Source: an optimization exercise on an open RTL-to-GDS flow (aim: small area, a short achievable clock period and few clock cycles per item). Production flows keep margins and buffers that such runs may drop.

==> flow/design.v <==
module div_pg (
    input  wire x,
    input  wire y,
    output wire g,
    output wire p
);
    assign g = x & y;
    assign p = x ^ y;
endmodule
module div_pre (
    input  wire gh,
    input  wire ph,
    input  wire gl,
    input  wire pl,
    output wire go,
    output wire po
);
    assign go = gh | (ph & gl);
    assign po = ph & pl;
endmodule
module div_csa (
    input  wire x,
    input  wire y,
    input  wire z,
    output wire s,
    output wire c
);
    assign s = x ^ y ^ z;
    assign c = (x & y) | (x & z) | (y & z);
endmodule
module div_add #(parameter W = 67) (
    input  wire [W-1:0] x,
    input  wire [W-1:0] y,
    input  wire         ci,
    output wire [W-1:0] s,
    output wire         z
);
    reg [W-1:0] g, p;
    integer i, l;
    always @* begin
        g = x & y;
        p = x ^ y;
        g[0] = g[0] | (p[0] & ci);
        for (l = 1; l < W; l = l * 2)
            for (i = 0; i < W; i = i + 1)
                if ((i / l) % 2 == 1) begin
                    g[i] = g[i] | (p[i] & g[(i / l) * l - 1]);
                    p[i] = p[i] & p[(i / l) * l - 1];
                end
    end
    assign s = x ^ y ^ {g[W-2:0], ci};
    assign z = &(x ^ y);
endmodule
module div_width (
    input  wire [63:0] v,
    output reg  [6:0]  w
);
    integer i;
    always @* begin
        w = 7'd0;
        for (i = 0; i < 64; i = i + 1)
            if (v[i]) w = i + 1;
    end
endmodule
module div_zq (
    input  wire [63:0] a,
    input  wire [63:0] b_x,
    input  wire        a_neg,
    output wire        zq,
    output reg  [6:0]  wa           
);
    reg [63:0] ro, ra;             
    integer i, l;
    always @* begin
        ro = a;
        ra = a;
        for (l = 1; l < 64; l = l * 2)
            for (i = 0; i < 64; i = i + 1)
                if ((i / l) % 2 == 0 && (i / l) * l + l < 64) begin
                    ro[i] = ro[i] | ro[(i / l) * l + l];
                    ra[i] = ra[i] & ra[(i / l) * l + l];
                end
    end
    wire [63:0] lim = a_neg ? {~ra[62:0], 1'b1} : ro;
    assign zq = |(b_x & ~lim);
    integer k, j;
    always @* begin
        wa = {lim[63], 6'd0};
        for (k = 0; k < 6; k = k + 1)
            for (j = (1 << k) - 1; j + (1 << k) < 64; j = j + (2 << k))
                wa[k] = wa[k] | (lim[j] & ~lim[j + (1 << k)]);
    end
endmodule
module div_align (
    input  wire [64:0] v,
    input  wire [4:0]  n,
    input  wire        f,
    output reg  [64:0] s
);
    integer k;
    always @* begin
        s = v;
        for (k = 0; k < 5; k = k + 1)
            if (n[k]) s = (s << (2 << k)) | ({65{f}} & ((65'd1 << (2 << k)) - 65'd1));
    end
endmodule
module div_lo (
    input  wire [61:0] v,
    output reg  [61:0] lo
);
    integer i, l;
    always @* begin
        lo = {v[60:0], 1'b0};
        for (l = 1; l < 62; l = l * 2)
            for (i = 0; i < 62; i = i + 1)
                if ((i / l) % 2 == 1)
                    lo[i] = lo[i] | lo[(i / l) * l - 1];
    end
endmodule
module div_sel (
    input  wire neg_a,
    input  wire zc,                
    input  wire force1,
    input  wire n1, n2, n3,        
    input  wire z1, z2, z3,        
    input  wire fix,               
    input  wire lz,                
    output wire sel3, sel2, sel1, sel0,
    output wire qz                 
);
    wire acc1 = force1 | (neg_a ? (n1 | (zc & z1)) : !n1);
    wire acc2 = !force1 & (neg_a ? (n2 | (zc & z2)) : !n2);
    wire acc3 = !force1 & (neg_a ? (n3 | (zc & z3)) : !n3);
    assign sel3 = acc3;
    assign sel2 = acc2 & !acc3;
    assign sel1 = acc1 & !acc2;
    assign sel0 = !acc1;
    assign qz   = fix ? lz : !acc1;
endmodule
module div_unit (
    input  wire        clk,
    input  wire        rst,        
    input  wire        trig,       
    input  wire        sgn,        
    input  wire [63:0] a,          
    input  wire [63:0] b,          
    output reg  [63:0] dq,         
    output reg  [63:0] dm,         
    output wire        done,       
    output reg         cpl,        
    output reg         ov,         
    output reg         dz          
);
    reg        busy;               
    reg        align;              
    reg        fix;                
    reg [6:0]  cnt;                
    reg [6:0]  wbr;                
    reg [64:0] rem;                
    reg [63:0] quo;                
    reg [64:0] dvx;                
    reg        cin;                
    reg        neg_a;              
    reg        neg_q;              
    reg [1:0]  lastq;              
    assign done = !busy;
    wire        a_neg  = sgn && a[63];
    wire        b_neg  = sgn && b[63];
    wire [63:0] b_x    = (b ^ {64{b_neg}}) | 64'd1;
    wire [6:0]  wa_x, wb;
    wire        zq;
    div_width wid_b (.v(b_x), .w(wb));
    div_zq    zqt   (.a(a), .b_x(b_x), .a_neg(a_neg), .zq(zq), .wa(wa_x));
    wire        b_zero = (b == 64'd0);
    wire        fast   = b_zero || zq;           
    wire        mp_t   = a_neg && !b_neg;        
    wire        inv   = !neg_q;
    wire [6:0]  shamt = cnt - wbr;                    
    wire [64:0] sh;
    div_align aln (.v({neg_q ^ neg_a, quo} ^ {65{inv}}), .n(shamt[5:1]), .f(inv), .s(sh));
    wire [66:0] r67 = {{2{rem[64]}}, rem};
    wire [66:0] x1  = {{2{dvx[64]}}, dvx};
    wire [66:0] x2  = {dvx[64], dvx, cin};        
    wire [66:0] cs, cc0;
    genvar gi;
    generate
        for (gi = 0; gi < 67; gi = gi + 1) begin : csa
            div_csa u (.x(r67[gi]), .y(x1[gi]), .z(x2[gi]), .s(cs[gi]), .c(cc0[gi]));
        end
    endgenerate
    wire [66:0] cc = {cc0[65:0], cin};
    wire [66:0] s1, s2, s3;
    wire        z1, z2, z3;
    div_add #(.W(67)) add1 (.x(r67), .y(x1), .ci(cin), .s(s1), .z(z1));
    div_add #(.W(67)) add2 (.x(r67), .y(x2), .ci(cin), .s(s2), .z(z2));
    div_add #(.W(67)) add3 (.x(cs),  .y(cc), .ci(cin), .s(s3), .z(z3));
    localparam NG = 8;             
    wire [NG-1:0] g3, g2, g1, g0, gz;
    genvar gs;
    generate
        for (gs = 0; gs < NG; gs = gs + 1) begin : sg
            div_sel u (.neg_a(neg_a), .zc(cin), .force1(align | fix),
                       .n1(s1[66]), .n2(s2[66]), .n3(s3[66]), .z1(z1), .z2(z2), .z3(z3),
                       .fix(fix), .lz(lastq == 2'b00),
                       .sel3(g3[gs]), .sel2(g2[gs]), .sel1(g1[gs]), .sel0(g0[gs]), .qz(gz[gs]));
        end
    endgenerate
    reg [64:0] rsel;
    integer ib;
    always @* begin
        for (ib = 0; ib < 65; ib = ib + 1)
            rsel[ib] = (g3[ib % NG] & s3[ib]) | (g2[ib % NG] & s2[ib]) |
                       (g1[ib % NG] & s1[ib]) | (g0[ib % NG] & rem[ib]);
    end
    wire        acc1 = !g0[0];
    wire        acc2 = g2[0] | g3[0];
    wire        acc3 = g3[0];
    wire [1:0]  dig  = {acc2, acc3 | (acc1 & !acc2)};
    wire [61:0] quo_lo;
    div_lo qlo (.v(quo[61:0]), .lo(quo_lo));
    wire [61:0] q_flip  = quo_lo & {62{neg_q}};               
    wire [1:0]  qd      = fix ? lastq : dig;
    reg  [61:0] q_hi;
    integer iq;
    always @* begin
        for (iq = 0; iq < 62; iq = iq + 1)
            q_hi[iq] = quo[iq] ^ (gz[(iq + 2) % NG] ? q_flip[iq] : neg_q);
    end
    wire [63:0] q_res   = {q_hi, neg_q ? 2'b00 - qd : qd};
    wire [63:0] r_res   = rsel[63:0];
    wire        last    = (cnt == 7'd0);
    wire        wr      = busy && !align && (fix || (last && !(neg_a && !cin)));
    always @(posedge clk) begin
        wbr <= wb;
        if (trig) begin
            cnt <= wa_x;
            rem <= {a_neg, a};
            dvx <= {65{mp_t}};           
        end else begin
            rem <= rsel;
            if (align) begin
                cnt <= {2'b0, shamt[5:1]};
                dvx <= sh;
            end else begin
                cnt <= cnt - 7'd1;
                dvx <= (last && neg_a && !cin) ? 65'd0 : {{2{dvx[64]}}, dvx[64:2]};
            end
        end
    end
    always @(posedge clk) begin
        cpl <= 1'b0;
        if (rst) begin
            busy <= 1'b0;
            dq   <= 64'd0;
            dm   <= 64'd0;
        end else if (trig) begin
            ov    <= a_neg && b_neg && (a == 64'h8000_0000_0000_0000) &&
                     (b == 64'hFFFF_FFFF_FFFF_FFFF);
            dz    <= b_zero;
            neg_a <= a_neg;
            neg_q <= a_neg ^ b_neg;
            busy  <= !fast;
            align <= 1'b1;
            fix   <= 1'b0;
            quo   <= b;
            cin   <= 1'b0;
            if (fast) begin
                cpl  <= 1'b1;
                dq   <= 64'd0;
                dm   <= a;
            end
        end else if (busy) begin
            if (align) begin
                align <= 1'b0;
                quo   <= 64'd0;
                cin   <= inv;
            end else if (fix) begin
                busy <= 1'b0;
                cpl  <= 1'b1;
            end else begin
                quo <= {quo[61:0], dig};
                if (last) begin
                    if (neg_a && !cin) begin
                        fix   <= 1'b1;
                        lastq <= dig;
                        quo   <= quo;
                        cin   <= 1'b1;
                    end else begin
                        busy <= 1'b0;
                        cpl  <= 1'b1;
                    end
                end
            end
            if (wr) begin
                dq <= q_res;
                dm <= r_res;
            end
        end
    end
endmodule
==> flow/config.mk <==
export PLATFORM = sky130hd
export DESIGN_NAME = div_unit
export DESIGN_NICKNAME = div_unit
export VERILOG_FILES = /design/flow/design.v
export SDC_FILE = /design/flow/constraint.sdc
export NUM_CORES = 4
export LEC_CHECK = 0
export CAP_MARGIN = 20
export CORE_MARGIN = 2
export CORE_UTILIZATION = 50
export SLEW_MARGIN = 20
export SYNTH_HIERARCHICAL = 1
export SYNTH_MINIMUM_KEEP_SIZE = 0
==> flow/constraint.sdc <==
create_clock -name core_clock -period 11.0 [get_ports {clk}]
set_input_delay 2.2000 -clock core_clock [delete_from_list [all_inputs] [get_ports {clk}]]
set_output_delay 2.2000 -clock core_clock [all_outputs]
set_load 0.01 [all_outputs]
standard.sh (not shown) runs the stock make flow with config.mk's settings and CLKGATE_MAP_FILE= SYNTH_SCRIPT=/design/flow/synth_recipe.tcl, a recipe that flattens the netlist after the stock synthesis.
==> flow/flow/run.sh <==
#!/bin/bash
# The standard layout (standard.sh, unchanged synthesis), with two changes
# to how the layout is made:
#  - the port buffers that ORFS inserts are plain buf_2 cells instead of
#    the delay cell buffer_ports picks by default;
#  - timing repair aims at a tighter setup margin.
export BUFFER_PORTS_ARGS="-buffer_cell sky130_fd_sc_hd__buf_2"
export SETUP_SLACK_MARGIN=6
bash standard.sh > standard.log 2>&1
Change:
--- a/flow/design.v
+++ b/flow/design.v
@@ -62,27 +62,24 @@
             if (v[i]) w = i + 1;
     end
 endmodule
 module div_zq (
-    input  wire [63:0] a,
+    input  wire [63:0] a_x,
     input  wire [63:0] b_x,
     input  wire        a_neg,
     output wire        zq,
     output reg  [6:0]  wa           
 );
-    reg [63:0] ro, ra;             
+    reg [63:0] top;                
     integer i, l;
     always @* begin
-        ro = a;
-        ra = a;
+        top = a_x;
         for (l = 1; l < 64; l = l * 2)
             for (i = 0; i < 64; i = i + 1)
-                if ((i / l) % 2 == 0 && (i / l) * l + l < 64) begin
-                    ro[i] = ro[i] | ro[(i / l) * l + l];
-                    ra[i] = ra[i] & ra[(i / l) * l + l];
-                end
-    end
-    wire [63:0] lim = a_neg ? {~ra[62:0], 1'b1} : ro;
+                if ((i / l) % 2 == 0 && (i / l) * l + l < 64)
+                    top[i] = top[i] | top[(i / l) * l + l];
+    end
+    wire [63:0] lim = a_neg ? {top[62:0], 1'b1} : top;
     assign zq = |(b_x & ~lim);
     integer k, j;
     always @* begin
         wa = {lim[63], 6'd0};
@@ -169,9 +166,10 @@
     wire [63:0] b_x    = (b ^ {64{b_neg}}) | 64'd1;
     wire [6:0]  wa_x, wb;
     wire        zq;
     div_width wid_b (.v(b_x), .w(wb));
-    div_zq    zqt   (.a(a), .b_x(b_x), .a_neg(a_neg), .zq(zq), .wa(wa_x));
+    wire [63:0] a_x    = a ^ {64{a_neg}};
+    div_zq    zqt   (.a_x(a_x), .b_x(b_x), .a_neg(a_neg), .zq(zq), .wa(wa_x));
     wire        b_zero = (b == 64'd0);
     wire        fast   = b_zero || zq;           
     wire        mp_t   = a_neg && !b_neg;        
     wire        inv   = !neg_q;
After rerunning: The new run passed the timing, DRC and antenna checks. Routed wire length goes down by 6.5%. Design area goes up by 1.3%. Utilization goes up by 1.7 points. Global-route usage goes down by 1.8 points. Non-clock buffer count goes up by 16. Critical path depth goes down by 7. Sequential share of layout area goes down by 0.31 points.
Function was not checked in any run of this note: the RTL went through the layout flow alone.

-- what the ideal ports hide --
The results above use ideal ports. As a check the final layouts listed here were re-extracted and re-timed, cells and wires unchanged.
Step 1 sets driving cells, clkbuf_16 on the clock port and buf_2 on the other inputs (assumed; they add their load-dependent delay and slew).
Step 2 also shifts input and output timing later by t, the mid clock arrival at the registers, as if the neighbouring blocks saw the same clock.
Three values: ideal, step 1, step 2; two values: the first two.
| run | t (ns) | setup WS [ns] | worst setup path at the end | clock arrival spread, ns | worst register clock-pin slew, ns |
|---|---|---|---|---|---|
| the first run | 0.673 | 5.714 / 5.714 / 5.230 | input to register | 0.072 / 0.072 | 0.07 / 0.07 |
| the second run | 0.677 | 5.911 / 5.811 / 5.134 | input to register | 0.025 / 0.026 | 0.07 / 0.07 |
After both steps setup and hold are still met in every run listed. For the second run, which loses most, drivers alone change the setup slack by -0.100 ns; drivers and shift together by -0.777 ns.
